Source: an optimization exercise on an open RTL-to-GDS flow (aim: small area, a short achievable clock period and few clock cycles per item). Production flows keep margins and buffers that such runs may drop. In this exercise RTL edits were held to simulation tests only and were not proved equivalent to the original.

`design.v`:
```
module ghash (
    input  wire         clk,
    input  wire         rst,
    input  wire         in_valid,
    output wire         in_ready,
    input  wire         in_first,
    input  wire [127:0] in_h,
    input  wire [127:0] in_x,
    output wire         out_valid,
    input  wire         out_ready,
    output wire [127:0] out_y
);
    reg         v1;          
    reg [127:0] xr;          
    reg [127:0] h;           
    reg [127:0] c;           
    reg [127:0] o1;          
    reg [127:0] ob;          
    reg         p1;          
    reg         p2;          
    wire go = v1 & ~p2;      
    assign in_ready  = ~v1 | ~p2;
    assign out_valid = p1;
    wire take   = p1 & out_ready;
    wire accept = in_valid & in_ready;
    wire [127:0] a = c ^ xr;
    wire [254:0] m;
    gf2_kmul #(.N(128)) mul (.a(a), .b(h), .c(m));
    wire [126:0] hi = m[254:128];
    wire [133:0] f1 = {7'd0, hi} ^ {6'd0, hi, 1'b0} ^ {5'd0, hi, 2'b0} ^ {hi, 7'b0};
    wire [5:0]   hi2 = f1[133:128];
    wire [127:0] y = m[127:0] ^ f1[127:0] ^ {115'd0, hi2, 7'd0} ^ {120'd0, hi2, 2'd0}
                   ^ {121'd0, hi2, 1'd0} ^ {122'd0, hi2};
    wire [127:0] o1_rev, ob_rev;
    genvar g;
    generate
        for (g = 0; g < 128; g = g + 1) begin : rev
            assign o1_rev[g] = o1[127 - g];
            assign ob_rev[g] = ob[127 - g];
        end
    endgenerate
    assign out_y = p2 ? ob_rev : o1_rev;
    integer i;
    always @(posedge clk) begin
        if (accept) begin
            for (i = 0; i < 128; i = i + 1) xr[i] <= in_x[127 - i];
            if (in_first)
                for (i = 0; i < 128; i = i + 1) h[i] <= in_h[127 - i];
        end
        if (accept & in_first) c <= 128'd0;
        else if (go) c <= y;
        if (go) o1 <= y;
        if (go & p1 & ~take) ob <= o1;
    end
    always @(posedge clk) begin
        if (rst) begin
            v1 <= 1'b0;
            p1 <= 1'b0;
            p2 <= 1'b0;
        end else begin
            if (accept) v1 <= 1'b1;
            else if (go) v1 <= 1'b0;
            if (p2) begin
                if (take) p2 <= 1'b0;
            end else if (go) begin
                p1 <= 1'b1;
                if (p1 & ~take) p2 <= 1'b1;
            end else if (take) begin
                p1 <= 1'b0;
            end
        end
    end
endmodule
module gf2_kmul #(
    parameter integer N    = 128,
    parameter integer BASE = 16
) (
    input  wire [N-1:0]   a,
    input  wire [N-1:0]   b,
    output wire [2*N-2:0] c
);
    generate
        if (N <= BASE) begin : school
            reg [2*N-2:0] r;
            integer i, j;
            always @* begin
                r = {(2*N-1){1'b0}};
                for (i = 0; i < N; i = i + 1)
                    for (j = 0; j < N; j = j + 1)
                        r[i+j] = r[i+j] ^ (a[i] & b[j]);
            end
            assign c = r;
        end else begin : kara
            localparam integer M = N / 2;
            wire [2*M-2:0] q0, q1, q2;
            gf2_kmul #(.N(M), .BASE(BASE)) m0 (.a(a[M-1:0]), .b(b[M-1:0]), .c(q0));
            gf2_kmul #(.N(M), .BASE(BASE)) m1 (.a(a[N-1:M]), .b(b[N-1:M]), .c(q1));
            gf2_kmul #(.N(M), .BASE(BASE)) m2 (.a(a[M-1:0] ^ a[N-1:M]),
                                               .b(b[M-1:0] ^ b[N-1:M]), .c(q2));
            wire [M-1:0] t = {1'b0, q0[2*M-2:M]} ^ q1[M-1:0];
            assign c = {q1[2*M-2:M],
                        t ^ {1'b0, q1[2*M-2:M]} ^ {1'b0, q2[2*M-2:M]},
                        t ^ q0[M-1:0] ^ q2[M-1:0],
                        q0[M-1:0]};
        end
    endgenerate
endmodule
```
`constraint.sdc`:
```
create_clock -name core_clock -period 5.0 [get_ports {clk}]
set_input_delay 1.0000 -clock core_clock [delete_from_list [all_inputs] [get_ports {clk}]]
set_output_delay 1.0000 -clock core_clock [all_outputs]
set_load 0.01 [all_outputs]
```
`run.sh`:
```
#!/bin/bash
# synth_recipe.tcl (not shown) runs the flow's synth.tcl, then flattens the netlist and writes it again
# the make line also repeats each setting of config.mk as NAME=value (left out here)
make -C /OpenROAD-flow-scripts/flow DESIGN_CONFIG=/design/flow/config.mk WORK_HOME=/design/flow/orfs CLKGATE_MAP_FILE= SYNTH_SCRIPT=/design/flow/synth_recipe.tcl finish
```
`config.mk`:
```
export PLATFORM = sky130hd
export DESIGN_NAME = ghash
export DESIGN_NICKNAME = ghash
export VERILOG_FILES = /design/flow/design.v
export SDC_FILE = /design/flow/constraint.sdc
export NUM_CORES = 4
export LEC_CHECK = 0
export CAP_MARGIN = 20
export CORE_MARGIN = 2
export CORE_UTILIZATION = 55
export SETUP_SLACK_MARGIN = 0.6
export SLEW_MARGIN = 20
```
==> results_dict.tcl, run 1 <==
set metrics [dict create \
    status "stopped before the end" \
    stop_stage "5_1_grt" \
    error "[ERROR GRT-0232] Routing congestion too high. Check the congestion heatmap in the GUI." \
    cts.sinks 643 \
    dp_cells 22950 \
    syn_area_per_cell_um2 7.470 \
    grt.overflow.total 3 \
    dpl.hpwl_um 622900 \
    gp_congestion 1.237 \
    ys_seq_elements 643 \
    yosysUniqueCellTypes 40 \
    synth-warning-count 2 \
    clk_path_buf_depth 3 \
    clockRootBuffer "clkbuf_16" \
    rows 178 \
    dieHeight_um 490.9 \
    grt_max_degree 99 \
    cts_inserted_buffers 78 \
    syn-instance-count 17450 \
    synthArstFlopShare_pct 0 \
    portBuffers 390 \
    h-tree-depth 3 \
    syn-cell-area_mm2 0.1304 \
    die_w_um 490.9 \
    synthesis.nets 17720 \
    synth_edf_count 512 \
    yosysSeqAreaShare_pct 13.80 \
    io_pins 391 \
    dpl_cell_area_mm2 0.1679 \
    synthFlopType "edfxtp_1" \
    initial_utilization_pct 55.38 \
    cts_hold_buf 0 \
    grt_use_total_pct 72.64 \
]
==> metrics by stage <==
stage | utilization (%) | hold slack [ns] | setup slack [ns]
floorplan | - | 0.4222 | 0.5615
global placement | 71.33 | 0.4249 | -0.7406
detailed placement | 71.33 | 0.4313 | -0.7801
CTS | 74.42 | 0.4439 | 0.001691
==> timing repair <==
action	in CTS
endpoints found under the setup margin	256
resized for setup	527
setup buffers	140
cloned	1
pin swaps	192
==> worst max-delay path by stage <==
stage                              startpoint            endpoint  slack [ns]  cells past startpoint
after floorplan              xr[62]$_DFFE_PP_     o1[4]$_DFFE_PP_        0.56                     12
after global placement       xr[69]$_DFFE_PP_  c[69]$_SDFFE_PP0P_       -0.74                     20
after detailed placement  c[107]$_SDFFE_PP0P_  c[74]$_SDFFE_PP0P_       -0.78                     19
after CTS                    xr[53]$_DFFE_PP_  c[31]$_SDFFE_PP0P_       0.002                     20
==> per-layer routing <==
layer  overflow  track usage, %
met1          0           73.79
met2          0           89.41
met3          0           55.06
met4          3           72.82
met5          0           24.37
==> cells in the mapped netlist (15+ instances only) <==
cell type	instances	share of area, %
a21oi_1	69	0.26
buf_1	76	0.22
buf_2	16	0.061
clkbuf_1	988	2.8
dfxtp_1	131	2.0
edfxtp_1	512	12
mux2_2	137	1.2
nand2_1	2161	6.2
nand2b_1	33	0.16
nor2_1	4947	14
nor3_1	29	0.11
o211a_1	25	0.19
o21ai_0	32	0.12
xnor2_1	6132	41
xnor2_2	18	0.22
xnor3_1	382	6.6
xor2_1	1592	11
xor2_2	93	1.2
xor3_1	15	0.27
==> kinds of logic after synthesis <==
family | count (synthesis) | share of synthesized area [%]
xor+xnor | 8237 | 60.25
simple gates | 7183 | 20.80
buf+inv | 1091 | 3.156
flops | 643 | 13.80
compound gates | 161 | 0.7908
mux | 139 | 1.199
Testbench counts, summed over its fixed seeds: cycles 3,216, blocks 3,200.
==> inputs of run 2 (changes only) <==
--- a/config.mk
+++ b/config.mk
@@ -7,6 +7,5 @@
 export LEC_CHECK = 0
 export CAP_MARGIN = 20
 export CORE_MARGIN = 2
-export CORE_UTILIZATION = 55
-export SETUP_SLACK_MARGIN = 0.6
+export CORE_UTILIZATION = 40
 export SLEW_MARGIN = 20
==> run 2 against run 1 <==
Net effect: now fails the layout checks on setup timing; synthesized area did not move; synthesized cell count unchanged.
==> results_dict.tcl, run 2 <==
set metrics [dict create \
    status "failed layout checks" \
    so.violations "setup timing" \
    initial_utilization_pct 40.21 \
    ant_nets 0 \
    routedWlPerCell_um 34.80 \
    cts_inserted_buffers 86 \
    die_area_mm2 0.3305 \
    vias 142200 \
    path_clk_slew_ns 0.06 \
    clk_path_buf_depth 4 \
    synth_most_common_cell "xnor2_1" \
    grt.overflow.total 0 \
    path_cells "buf_4, xnor2_2, buf_12, xnor2_4, buf_4, nor2_1, xor2_1, xnor2_1, xnor2_2, buf_4, xnor3_2, xnor3_1, xor3_1, buf_6, buf_4, xnor3_1, xor2_1, o21a_1" \
    dp_slack_ns -0.9091 \
    start_kind "register" \
    cts_tree "built" \
    ys_seq_elements 643 \
    setup_ws_ns -0.1732 \
    synthFlopType "edfxtp_1" \
    synth_top_area_cell "xnor2_1" \
    first_iter_violations 22010 \
    critical_path.slowest_cell "xnor2_4" \
    r2r-end "c[13]$_SDFFE_PP0P_" \
    stdcell_area_mm2 0.1932 \
    die_w_um 574.9 \
    fin_crit_sh_pct 103.5 \
    worst_pin_slew_ns 1.122 \
    r2r_slack_ns -0.17 \
    critPathKind "reg2reg" \
    hold_viol 0 \
    min_from "o1[18]$_DFFE_PP_" \
    yosysUniqueCellTypes 40 \
    viasPerCell 5.513 \
    io_pins 391 \
    synth-warning-count 2 \
    reg2reg_from "h[78]$_DFFE_PP_" \
    syn-cell-area_mm2 0.1304 \
    cpLargestDelayFamily "XOR/XNOR gates" \
    antenna_found_initial 68 \
    critical_path_buf_inv_count 6 \
    fin_skew_ns 0.1266 \
    grt_use_total_pct 52.18 \
    drv_slew 0 \
    h-tree-depth 3 \
    dpl.hpwl_um 728800 \
    ys_top_cells_by_area "xnor2_1 (41%), nor2_1 (14%), edfxtp_1 (12%)" \
    syn-instance-count 17450 \
    slew_headroom_pct 24.73 \
    dpl_cell_area_mm2 0.1771 \
    setup_viol 71 \
    final_common_cell "xnor2_1" \
    synthArstFlopShare_pct 0 \
    drive_above_1_share_pct 27.86 \
    cts.sinks 643 \
    rows 209 \
    synthTopCellsByCount "xnor2_1 (6132), nor2_1 (4947), nand2_1 (2161)" \
    layout_common_cells "xnor2_1 (5359), nor2_1 (4883), buf_4 (3373)" \
    gp_congestion 1.170 \
    portBuffers 390 \
    cts_hold_buf 0 \
    layout.cells.non_filler 25790 \
    whs_endpoint "ob[18]$_DFFE_PP_" \
    min_path_type "reg2reg" \
    whs_path_depth 0 \
    grt_pass1_wl_um 1171000 \
    grt_use_met1_pct 62.37 \
    cpMostUsedCell "buf_4" \
    drt_wl_total_um 897300 \
    drt_pass1_iterations 6 \
    synth_edf_count 512 \
    max_stage_delay_ns 0.50 \
    area_delta_synth_final_pct 48.18 \
    final_nets 21560 \
    final_util_pct 59.58 \
    max_cap_violations 0 \
    placeableCoreArea_mm2 0.3243 \
    busiest_layer "met2" \
    grt_pass1_vias 131400 \
    yosysSeqAreaShare_pct 13.80 \
    worst-endpoint-arrival_ns 5.94 \
    endpoint_kind "register" \
    path_max_fanout 16 \
    rsz0062_at_grt "true" \
    finalSetupTns_ns -4.191 \
    remaining_drc_errors 0 \
    synth_top_area_share_pct 41.19 \
    clockRootBuffer "clkbuf_16" \
    met2_usage_pct 73.78 \
    finalCriticalPeriod_ns 5.173 \
    holdWs_ns 0.4336 \
    grt_max_degree 88 \
    r2r_cells 18 \
    clk_latency_ns 0.92 \
    dp_cells 25120 \
    met3_usage_pct 16.70 \
    required_ns 5.77 \
    fmax_ghz 0.1933 \
    synthesis.nets 17720 \
    syn_area_per_cell_um2 7.470 \
    dieHeight_um 574.9 \
]
[run 2: cells by family (layout without fill, tap and decap cells)]
family,Yosys count,count (layout),share of synthesized area (%)
simple gates,7183,7183,20.80
mux,139,139,1.199
xor+xnor,8237,8237,60.25
flops,643,643,13.80
buf+inv,1091,5003,3.156
compound gates,161,161,0.7908
other cells,0,97,0
[run 2: final cells by class]
class | instances | area (um^2)
tap | 4325 | 5411
clock inverter | 43 | 550.5
antenna | 97 | 242.7
multi-input combinational | 15720 | 118100
timing repair buffer | 4839 | 48420
clock buffer | 110 | 2355
fill | 29460 | 131100
sequential | 643 | 18050
inverter | 11 | 56.30
[run 2: worst register-to-register path: stages, from the launching register on]
cell	delay (ns)
edfxtp_1	0.43
buf_4	0.28
xnor2_2	0.26
buf_12	0.17
xnor2_4	0.51
buf_4	0.44
nor2_1	0.13
xor2_1	0.16
xnor2_1	0.16
xnor2_2	0.43
buf_4	0.21
xnor3_2	0.39
xnor3_1	0.30
xor3_1	0.28
buf_6	0.16
buf_4	0.14
xnor3_1	0.33
xor2_1	0.16
o21a_1	0.17
[run 2: how the worst max path moves through the flow]
stage | from | end | slack, ns | depth (start not counted)
2_1_floorplan | h[22]$_DFFE_PP_ | o1[4]$_DFFE_PP_ | 0.28 | 12
3_3_place_gp | xr[86]$_DFFE_PP_ | c[4]$_SDFFE_PP0P_ | -1.06 | 19
3_5_place_dp | c[58]$_SDFFE_PP0P_ | c[16]$_SDFFE_PP0P_ | -0.91 | 22
4_1_cts | c[110]$_SDFFE_PP0P_ | c[16]$_SDFFE_PP0P_ | -0.10 | 21
5_1_grt | xr[122]$_DFFE_PP_ | c[16]$_SDFFE_PP0P_ | -0.16 | 22
6_report | h[78]$_DFFE_PP_ | c[13]$_SDFFE_PP0P_ | -0.17 | 18
[run 2: timing repair]
item | in CTS | in global routing
gates resized for setup | 618 | 864
setup endpoints to repair | 217 | 179
cloned | 0 | 11
buffers inserted | 113 | 327
pin swaps | 169 | 548
[run 2: per-layer routing]
layer  vias to the layer above  wire [um]
met5                         -        296
met4                        22     104000
met3                      2732     117000
met2                     10290     357000
met1                     68580     319100
li1                      60540          -

static timing again, ports no longer ideal:
The flow's constraints put no driver on any port. The routed layout listed below was extracted and timed again, unchanged, in two steps.
Step 1 (the two cells are an assumption about what drives the block):
set clk [get_ports {clk}]
set_driving_cell -lib_cell sky130_fd_sc_hd__clkbuf_16 $clk
set_driving_cell -lib_cell sky130_fd_sc_hd__buf_2 [delete_from_list [all_inputs] $clk]
Step 2 adds t to the input delays and takes it off the output delays; t is the mean of the earliest and latest rising clock arrival at the registers after step 1. Input paths then give back, and output paths get back, about the clock's delay inside the block.
a / b / c = no drivers / after step 1 / after step 2; a / b = the first two.
run: run 2
t, ns: 0.979
setup WS [ns]: -0.173 / -0.173 / -0.173
worst slew at a driven data input, ns: 0.18
The setup slack of run 2 moves by 0.000 ns with the drivers and by 0.000 ns with both steps.
